Background: an optimization exercise with open tools, aiming at small area and a short achievable clock period. Do not read the settings as production practice.
Where RTL was checked, it was by simulation tests only, not by an equivalence proof against the original.
Power figures rest on the tool's default switching activity, not on a simulated workload.

// cvt_lane
module cvt_lane (
    input  wire        clk,
    input  wire        rst,
    input  wire        in_valid,
    input  wire [31:0] in_src,       
    input  wire [7:0]  in_e,         
    input  wire [3:0]  in_fmt,       
    input  wire [1:0]  in_rm,        
    input  wire        in_sat,       
    input  wire [23:0] in_u,         
    output reg         out_valid,
    output reg  [31:0] out_res,      
    output reg         out_invalid,
    output reg         out_overflow
);
For scale: about 1700 cells after synthesis, ~110 I/O pins.
Settings: LEC_CHECK=0, ABC_AREA=1, CAP_MARGIN=20, CORE_MARGIN=2, CORE_UTILIZATION=40, PLACE_DENSITY=0.6, SETUP_SLACK_MARGIN=0.5, SLEW_MARGIN=60; clock period 15.0 ns.
standard.sh (not shown) runs the stock make flow with config.mk's settings and CLKGATE_MAP_FILE= SYNTH_SCRIPT=/design/flow/synth_recipe.tcl, a recipe that flattens the netlist after the stock synthesis.
==> flow/flow/run.sh <==
#!/bin/bash
# Own flow: the standard layout, with one change to synthesis -- the
# combinational logic is mapped for area (flow/abc_area.script, no buffering
# or sizing) and without Yosys's full/half-adder extraction.  Registers,
# their names and their cells are exactly as in the standard synthesis.
set -euo pipefail
W=$PWD
rm -rf "$W/scripts_own"
cp -r "$FLOW_HOME/scripts" "$W/scripts_own"
sed -i -e 's/^  extract_fa .*$/  # extract_fa skipped/' \
       -e 's/^  techmap -map \$::env(ADDER_MAP_FILE)$/  # adder map skipped/' \
       "$W/scripts_own/synth.tcl"
grep -q "extract_fa skipped" "$W/scripts_own/synth.tcl"
cp "$W/flow/abc_area.script" "$W/scripts_own/abc_area.script"
bash "$W/standard.sh" SCRIPTS_DIR="$W/scripts_own" finish > "$W/standard.log" 2>&1
==> flow/flow/abc_area.script <==
strash
dch
map -D 2800
topo
stime -c
buffer -c
upsize -c
dnsize -c
The starting point went through all stages and came out clean.
==> next run, changes <==
==> flow/run.sh (new file) <==
#!/bin/bash
# synth_recipe.tcl (not shown) runs the flow's synth.tcl, then flattens the netlist and writes it again
# the make line also repeats each setting of config.mk as NAME=value (left out here)
make -C /OpenROAD-flow-scripts/flow DESIGN_CONFIG=/design/flow/config.mk WORK_HOME=/design/flow/orfs CLKGATE_MAP_FILE= SYNTH_SCRIPT=/design/flow/synth_recipe.tcl finish
- CTS_CLUSTER_DIAMETER: default -> 100
- CTS_CLUSTER_SIZE: default -> 30
removed: flow/flow/run.sh
removed: flow/flow/abc_area.script
removed: flow/standard.sh
What happened: Hold slack barely changes; total power decreases by a few percent; die area increases by roughly a tenth; clock skew stays flat; clock power decreases by well over a third; non-clock buffer count went up by 1; routed wire length climbs by a few percent; first-iteration DRC count rises by a little under a tenth; area after synthesis is higher by roughly a tenth; synthesized cell count goes up by a few percent.
No run of this note included a check of the RTL's function; only the layout flow was run.


Another version of the RTL of cvt_lane (not shown whole).
Size: ~1600 cells after synthesis, about 110 I/O pins, roughly 11000 um^2 of cells after synthesis.
clock: 15.0 ns
lec_check: 0
abc_area: 1
cap_margin: 50
core_margin: 2
core_utilization: 60
cts_buf_list: sky130_fd_sc_hd__clkbuf_8 sky130_fd_sc_hd__clkbuf_16
cts_cluster_diameter: 100
cts_cluster_size: 30
place_density: 0.75
setup_slack_margin: 0.5
slew_margin: 70
==> flow/flow/run.sh <==
#!/bin/bash
# Own flow: the standard layout, with one change to synthesis: the
# combinational logic is mapped by flow/abc_area.script (a delay-targeted
# map with area recovery, then ABC's buffering and sizing) and Yosys's
# full/half-adder extraction is skipped.  Registers, their names and their
# cells are exactly as in the standard synthesis.  Every input port gets a
# buf_1 buffer and every output port a buf_2 (the standard flow puts
# clkdlybuf4s50_1 on both).
set -euo pipefail
W=$PWD
rm -rf "$W/scripts_own"
cp -r "$FLOW_HOME/scripts" "$W/scripts_own"
sed -i -e 's/^  extract_fa .*$/  # extract_fa skipped/' \
       -e 's/^  techmap -map \$::env(ADDER_MAP_FILE)$/  # adder map skipped/' \
       "$W/scripts_own/synth.tcl"
grep -q "extract_fa skipped" "$W/scripts_own/synth.tcl"
cp "$W/flow/abc_area.script" "$W/scripts_own/abc_area.script"
# port buffers: buf_1 on the inputs, buf_2 on the outputs
sed -i 's/^    buffer_ports {\*}\[env_var_or_empty BUFFER_PORTS_ARGS\]$/    buffer_ports -inputs -buffer_cell sky130_fd_sc_hd__buf_1\n    buffer_ports -outputs -buffer_cell sky130_fd_sc_hd__buf_2/' \
    "$W/scripts_own/global_place.tcl"
grep -q "buffer_ports -outputs" "$W/scripts_own/global_place.tcl"
bash "$W/standard.sh" SCRIPTS_DIR="$W/scripts_own" finish > "$W/standard.log" 2>&1
==> flow/flow/abc_area.script <==
strash
dch
map -D 2400
strash
dch
map -D 2400
topo
stime -c
buffer -c
upsize -c
dnsize -c
==> next run, changes <==
==> flow/flow/abc_area.script (replaced) <==
strash
dch
map -D 2600
strash
dch
map -D 2600
topo
stime -c
buffer -c
upsize -c
dnsize -c
- CAP_MARGIN: 50 -> 20
- CTS_BUF_LIST: sky130_fd_sc_hd__clkbuf_8 sky130_fd_sc_hd__clkbuf_16 -> not set
- CTS_CLUSTER_DIAMETER: 100 -> 50
- CTS_CLUSTER_SIZE: 30 -> 16
What happened: The changed run finished clean; final area grows by about 2.2%; combinational power grows by 5.7%; via count does not change; setup slack is worse by 0.011 ns; total power grows by 14%; count of clock-buffer cells in the layout grows by 15; maximum frequency barely changes; routed wire length grows by 6.3%.
==> next run, changes <==
==> flow/flow/abc_area.script (replaced) <==
strash
dch
map -D 2400
strash
dch
map -D 2400
topo
stime -c
buffer -c
upsize -c
dnsize -c
- CAP_MARGIN: 20 -> 50
- CTS_CLUSTER_DIAMETER: 50 -> 100
- CTS_CLUSTER_SIZE: 16 -> 30
- The changed run completed with no timing, DRC or antenna violations
- design area went down by 2.2%
- wire length shrinks by 5.9%
- sequential cell count is unchanged
- setup slack is better by 0.010 ns
- area after synthesis came out higher by 0.66%
- clock skew rises by 0.0069 ns
- fmax hardly moves
- non-clock buffer count grows by 3
==> next run, changes <==
- CAP_MARGIN: 50 -> 20
Effect:
- The changed run finished with timing, DRC and antenna clean
- maximum frequency stays the same
- synthesized cell count stays the same
- setup slack stays the same
- sequential power hardly moves
==> next run, changes <==
- SLEW_MARGIN: 70 -> 80
- The new run completed without violations
- cell area went up by 6.6%
- clock skew goes down by 0.0042 ns
- wire length went up by 6.1%
- worst hold slack gets better by 0.0030 ns
- sequential power barely changes
- global-route usage goes up by 1.3 points
- fmax fell by 0.89%
- count of clock-buffer cells in the layout rises by 1
- register-to-register slack is better by 0.08 ns


cvt_lane again, from the RTL that the note above started with.
clock: 15.0 ns
lec_check: 0
abc_area: 1
cap_margin: 20
core_margin: 2
core_utilization: 60
cts_cluster_diameter: 100
cts_cluster_size: 30
place_density: 0.75
setup_slack_margin: 0.5
slew_margin: 70
==> flow/flow/abc_area.script <==
strash
dch
map -D 2800
strash
dch
map -D 2800
topo
stime -c
buffer -c
upsize -c
dnsize -c
Scripts as last shown in full above: flow/flow/run.sh
The first run ran to the end with no violations.
Edit:
==> flow/flow/abc_area.script (replaced) <==
strash
dch
map -D 2600
strash
dch
map -D 2600
topo
stime -c
buffer -c
upsize -c
dnsize -c
--- a/flow/config.mk
+++ b/flow/config.mk
@@ -11,4 +11,4 @@
 export CORE_UTILIZATION = 60
-export CTS_CLUSTER_DIAMETER = 100
-export CTS_CLUSTER_SIZE = 30
+export CTS_CLUSTER_DIAMETER = 60
+export CTS_CLUSTER_SIZE = 20
 export PLACE_DENSITY = 0.75
The changed run produced a clean layout; clock skew came out lower by 0.011 ns; power came out higher by 7.2%; via count came out higher by 0.63%; design area hardly moves; setup slack gets better by 0.13 ns; final cell count came out lower by 0.42%; first-iteration DRC count came out higher by 29%; synthesized cell count came out lower by 0.76%.
Edit:
==> flow/flow/abc_area.script (replaced) <==
strash
dch
map -D 2400
strash
dch
map -D 2400
topo
stime -c
buffer -c
upsize -c
dnsize -c
--- a/flow/config.mk
+++ b/flow/config.mk
@@ -11,6 +11,6 @@
 export CORE_UTILIZATION = 60
-export CTS_CLUSTER_DIAMETER = 60
-export CTS_CLUSTER_SIZE = 20
+export CTS_CLUSTER_DIAMETER = 100
+export CTS_CLUSTER_SIZE = 30
 export PLACE_DENSITY = 0.75
 export SETUP_SLACK_MARGIN = 0.5
-export SLEW_MARGIN = 70
+export SLEW_MARGIN = 60
Effect: Sequential power stays flat. First-iteration DRC count is higher by roughly a tenth. Total power went down by a little under a tenth. Final cell count came out higher slightly. Worst setup slack is better by 0.020 ns. Design area shrinks slightly. Wire length drops by a few percent. Non-clock buffer count climbs by 1. Clock power shrinks by a quarter to a third. Combinational power goes down by a few percent.
Edit:
==> flow/flow/abc_area.script (replaced) <==
strash
dch
map -D 2600
strash
dch
map -D 2600
topo
stime -c
buffer -c
upsize -c
dnsize -c
--- a/flow/config.mk
+++ b/flow/config.mk
@@ -15,2 +15,2 @@
 export SETUP_SLACK_MARGIN = 0.5
-export SLEW_MARGIN = 60
+export SLEW_MARGIN = 70
The changed run passed the timing, design-rule and antenna checks.
Wire length rose by 2.4%.
Fmax came out lower by 0.39%.
Non-clock buffer count went down by 1.
Setup slack is worse by 0.015 ns.
Combinational power went up by 6.9%.
Cell area is about the same.
Global-route usage grows by 0.30 points.


Another version of the RTL of cvt_lane (not shown whole).
Size in the first run: ~1,600 cells after synthesis, about 220 flip-flops.
Settings: LEC_CHECK=0, ABC_AREA=1, CAP_MARGIN=20, CORE_MARGIN=2, CORE_UTILIZATION=70, CTS_CLUSTER_DIAMETER=100, CTS_CLUSTER_SIZE=30, PLACE_DENSITY=0.85, SETUP_SLACK_MARGIN=0.5, SLEW_MARGIN=60; clock period 15.0 ns.
==> flow/flow/abc_area.script <==
strash
dch
map -D 2400
strash
dch
map -D 2400
topo
stime -c
buffer -c
upsize -c
dnsize -c
Scripts as last shown in full above: flow/flow/run.sh
The first run finished clean.
Change:
--- a/flow/config.mk
+++ b/flow/config.mk
@@ -10,6 +10,7 @@
 export CORE_MARGIN = 2
-export CORE_UTILIZATION = 70
+export CORE_UTILIZATION = 60
 export CTS_CLUSTER_DIAMETER = 100
 export CTS_CLUSTER_SIZE = 30
-export PLACE_DENSITY = 0.85
+export GPL_TIMING_DRIVEN = 0
+export PLACE_DENSITY = 0.75
 export SETUP_SLACK_MARGIN = 0.5
After rerunning: Synthesized cell count is unchanged; total power climbs by 2.5%; final area came out higher by 1.5%; area after synthesis is unchanged; die area climbs by 16%; setup slack improved by 270 ps; wire length grows by 9.7%; worst hold slack barely changes; maximum frequency is higher by 7.0%; via count came out higher by 1.2%; count of clock-buffer cells in the layout increases by 1.
Change:
--- a/flow/config.mk
+++ b/flow/config.mk
@@ -13,3 +13,2 @@
 export CTS_CLUSTER_SIZE = 30
-export GPL_TIMING_DRIVEN = 0
 export PLACE_DENSITY = 0.75
After rerunning: The changed run went through all stages and came out clean; routed wire length is lower by 11%; setup slack stays flat; maximum frequency barely changes; cell count shrinks by 2.4%; power falls by 2.4%.
No functional check of the RTL was part of any run of this note.


Setup of pepper:
cvt_lane, a different RTL version from the one above (not shown whole).
Size in the first run: roughly 1600 cells after synthesis, about 220 flip-flops, about 11000 um2 of cells after synthesis.
## cvt_lane
module cvt_lane (
    input  wire        clk,
    input  wire        rst,
    input  wire        in_valid,
    input  wire [31:0] in_src,       
    input  wire [7:0]  in_e,         
    input  wire [3:0]  in_fmt,       
    input  wire [1:0]  in_rm,        
    input  wire        in_sat,       
    input  wire [23:0] in_u,         
    output reg         out_valid,
    output reg  [31:0] out_res,      
    output reg         out_invalid,
    output reg         out_overflow
);
    function automatic [10:0] add11(input [10:0] a, input [10:0] b, input cin);
        reg [10:0] g, p, G, P;
        integer i;
        begin
            g = a & b;
            p = a ^ b;
            G = g;
            P = p;
            for (i = 10; i >= 1; i = i - 1) begin G[i] = G[i] | (P[i] & G[i-1]); P[i] = P[i] & P[i-1]; end
            for (i = 10; i >= 2; i = i - 1) begin G[i] = G[i] | (P[i] & G[i-2]); P[i] = P[i] & P[i-2]; end
            for (i = 10; i >= 4; i = i - 1) begin G[i] = G[i] | (P[i] & G[i-4]); P[i] = P[i] & P[i-4]; end
            for (i = 10; i >= 8; i = i - 1) begin G[i] = G[i] | (P[i] & G[i-8]); P[i] = P[i] & P[i-8]; end
            add11[0] = p[0] ^ cin;
            for (i = 1; i <= 10; i = i + 1)
                add11[i] = p[i] ^ (G[i-1] | (P[i-1] & cin));
        end
    endfunction
    reg va, vb, vc;
    always @(posedge clk) begin
        if (rst) begin
            va <= 1'b0; vb <= 1'b0; vc <= 1'b0; out_valid <= 1'b0;
        end else begin
            va <= in_valid; vb <= va; vc <= vb; out_valid <= vc;
        end
    end
    wire [7:0] E0 = in_src[30:23];
    reg        a_s, a_sat;
    reg [22:0] a_F;
    reg [7:0]  a_E, a_e;
    reg [3:0]  a_fmt;
    reg        a_sr;
    reg [23:0] a_u;
    always @(posedge clk) begin
        a_s   <= in_src[31];
        a_F   <= in_src[22:0];
        a_E   <= E0;
        a_e   <= in_e;
        a_fmt <= in_fmt;
        a_sr  <= (in_rm == 2'd1);
        a_sat <= in_sat;
  ...
export LEC_CHECK = 0
export ABC_AREA = 1
export CAP_MARGIN = 20
export CORE_MARGIN = 2
export CORE_UTILIZATION = 40
export CTS_CLUSTER_DIAMETER = 100
export CTS_CLUSTER_SIZE = 30
export PLACE_DENSITY = 0.6
export SETUP_SLACK_MARGIN = 0.5
export SLEW_MARGIN = 60
create_clock -name core_clock -period 15.0 [get_ports {clk}]
==> flow/flow/run.sh <==
#!/bin/bash
# Own flow: the standard layout, with one change to synthesis: the
# combinational logic is mapped by flow/abc_area.script (a delay-targeted
# map with area recovery, then ABC's buffering and sizing) and Yosys's
# full/half-adder extraction is skipped.  Registers, their names and their
# cells are exactly as in the standard synthesis.  Every port gets a buf_2
# buffer (the standard flow picks clkdlybuf4s50_1).
set -euo pipefail
W=$PWD
rm -rf "$W/scripts_own"
cp -r "$FLOW_HOME/scripts" "$W/scripts_own"
sed -i -e 's/^  extract_fa .*$/  # extract_fa skipped/' \
       -e 's/^  techmap -map \$::env(ADDER_MAP_FILE)$/  # adder map skipped/' \
       "$W/scripts_own/synth.tcl"
grep -q "extract_fa skipped" "$W/scripts_own/synth.tcl"
cp "$W/flow/abc_area.script" "$W/scripts_own/abc_area.script"
bash "$W/standard.sh" SCRIPTS_DIR="$W/scripts_own" BUFFER_PORTS_ARGS="-buffer_cell sky130_fd_sc_hd__buf_2" finish > "$W/standard.log" 2>&1
==> flow/flow/abc_area.script <==
strash
dch
map -D 2400
topo
stime -c
buffer -c
upsize -c
dnsize -c
pepper: full flow OK, the timing, design-rule and antenna checks passed
[inputs] delta vs pepper
Settings: PLACE_DENSITY changed from 0.6 to 0.75; CORE_UTILIZATION changed from 40 to 60.
==> notes.md <==
Going from pepper to delta, total length of routed wires now sits lower; maximum frequency held; sequential share of layout area climbed 0.73 points; global-route usage +8.8 points; sequential cell power saw an increase.
In the final reports, the cell area of delta is smaller than that of pepper.
out_res[1]$_DFF_P_ as the first element of the critical path was reported by delta, and out_res[27]$_DFF_P_ by pepper.
Summary of delta over pepper: cell depth of the worst hold path barely changed; post-synthesis to final-layout area growth dropped 2.3 points; power dropped 3.0%.
Of pepper and delta, the higher standard cell area after detailed placement belongs to pepper.
[inputs] tundra vs delta
Settings: PLACE_DENSITY: 0.75 -> 0.6; CORE_UTILIZATION: 60 -> 40.
-- flow/flow/run.sh --
<<< delta, line 6
# cells are exactly as in the standard synthesis.  Every port gets a buf_2
# buffer (the standard flow picks clkdlybuf4s50_1).
>>> tundra, line 6
# cells are exactly as in the standard synthesis.
<<< delta, line 17
bash "$W/standard.sh" SCRIPTS_DIR="$W/scripts_own" BUFFER_PORTS_ARGS="-buffer_cell sky130_fd_sc_hd__buf_2" finish > "$W/standard.log" 2>&1
>>> tundra, line 16
bash "$W/standard.sh" SCRIPTS_DIR="$W/scripts_own" finish > "$W/standard.log" 2>&1
-- flow/flow/abc_area.script --
<<< delta, line 3
map -D 2400
>>> tundra, line 3
map -D 2800
Notes after the runs:
tundra vs. delta: fraction of the cycle the final worst path needs has increased, internal portion of total power has increased, wire length has increased.
Of the two values seen for slowest stage cell on the critical path, clkdlybuf4s50_1 was produced by tundra and dfxtp_1 by delta.
--- input diff tundra..sierra ---
Settings: a change of PLACE_DENSITY from 0.6 to 0.75; a change of CORE_UTILIZATION from 40 to 60.
-- flow/flow/run.sh --
<<< tundra, line 6
# cells are exactly as in the standard synthesis.
>>> sierra, line 6
# cells are exactly as in the standard synthesis.  Every input port gets a
# buf_1 buffer and every output port a buf_2 (the standard flow puts
# clkdlybuf4s50_1 on both).
<<< tundra, line 16
>>> sierra, line 18
# port buffers: buf_1 on the inputs, buf_2 on the outputs
sed -i 's/^    buffer_ports {\*}\[env_var_or_empty BUFFER_PORTS_ARGS\]$/    buffer_ports -inputs -buffer_cell sky130_fd_sc_hd__buf_1\n    buffer_ports -outputs -buffer_cell sky130_fd_sc_hd__buf_2/' \
    "$W/scripts_own/global_place.tcl"
grep -q "buffer_ports -outputs" "$W/scripts_own/global_place.tcl"
-- flow/flow/abc_area.script --
<<< tundra, line 3
map -D 2800
>>> sierra, line 3
map -D 2400
### Flow results
sierra vs tundra, timing-limited maximum frequency went up by 11%.
On number of nets still failing antenna checks after routing, sierra and tundra are basically level.
tundra has lower share of the final layout cell area in multi-input gates than sierra.
Taking tundra as the reference point, the part of the Yosys area used for sequential elements of sierra falls by 1.3 points.
As far as worst hold slack is concerned, sierra and tundra perform about the same.
Layout overhead on the synthesized area was lower in the run labelled sierra.

-- separate check: timing with driven ports --
How much do the figures lean on ideal ports? The routed layouts below were timed once more, with nothing changed but the port constraints.
Step 1, drivers: a clkbuf_16 drives clk and a buf_2 each remaining input, both assumed.
Step 2 times the ports against the registers' clock, not the clock port: input delays grow and output delays shrink by t, the midpoint of the rising clock arrivals with the driver on.
Slacks: ideal ports / drivers / drivers and shift; pairs: ideal ports / drivers.
| run | t (ns) | setup slack, ns | worst hold slack (ns) | clock arrival spread, ns |
|---|---|---|---|---|
| the first run of note 1 | 0.569 | 10.636 / 10.589 / 10.720 | 0.326 / 0.326 / 0.326 | 0.021 / 0.021 |
| the second run of note 1 | 0.532 | 10.665 / 10.616 / 10.963 | 0.324 / 0.324 / 0.324 | 0.017 / 0.017 |
| the first run of note 2 | 0.506 | 11.072 / 11.027 / 11.231 | 0.328 / 0.328 / 0.328 | 0.024 / 0.024 |
| the second run of note 2 | 0.536 | 11.061 / 11.014 / 11.257 | 0.323 / 0.323 / 0.323 | 0.017 / 0.017 |
| the third run of note 2 | 0.506 | 11.071 / 11.026 / 11.261 | 0.328 / 0.328 / 0.328 | 0.023 / 0.023 |
| the fourth run of note 2 | 0.506 | 11.071 / 11.026 / 11.261 | 0.328 / 0.328 / 0.328 | 0.023 / 0.023 |
| the fifth run of note 2 | 0.511 | 11.036 / 10.989 / 11.340 | 0.331 / 0.331 / 0.331 | 0.018 / 0.018 |
| the first run of note 3 | 0.512 | 10.922 / 10.922 / 10.922 | 0.321 / 0.321 / 0.321 | 0.026 / 0.026 |
| the second run of note 3 | 0.533 | 11.056 / 11.012 / 11.193 | 0.325 / 0.325 / 0.325 | 0.016 / 0.016 |
| the third run of note 3 | 0.511 | 11.076 / 11.029 / 11.114 | 0.321 / 0.321 / 0.321 | 0.015 / 0.016 |
| the fourth run of note 3 | 0.514 | 11.061 / 11.017 / 11.199 | 0.335 / 0.335 / 0.335 | 0.020 / 0.020 |
| the first run of note 4 | 0.509 | 10.777 / 10.777 / 10.777 | 0.330 / 0.330 / 0.330 | 0.020 / 0.020 |
| the second run of note 4 | 0.518 | 11.052 / 11.009 / 11.052 | 0.329 / 0.329 / 0.329 | 0.020 / 0.019 |
| the third run of note 4 | 0.499 | 11.055 / 11.012 / 11.199 | 0.328 / 0.328 / 0.328 | 0.021 / 0.020 |
| pepper | 0.532 | 11.070 / 11.021 / 11.332 | 0.327 / 0.327 / 0.327 | 0.013 / 0.013 |
| delta | 0.514 | 11.073 / 11.026 / 11.449 | 0.336 / 0.336 / 0.336 | 0.013 / 0.013 |
| tundra | 0.522 | 10.665 / 10.618 / 10.845 | 0.333 / 0.333 / 0.333 | 0.016 / 0.015 |
| sierra | 0.510 | 11.083 / 11.041 / 11.308 | 0.335 / 0.335 / 0.335 | 0.015 / 0.016 |
After both steps setup and hold are still met in every run listed.
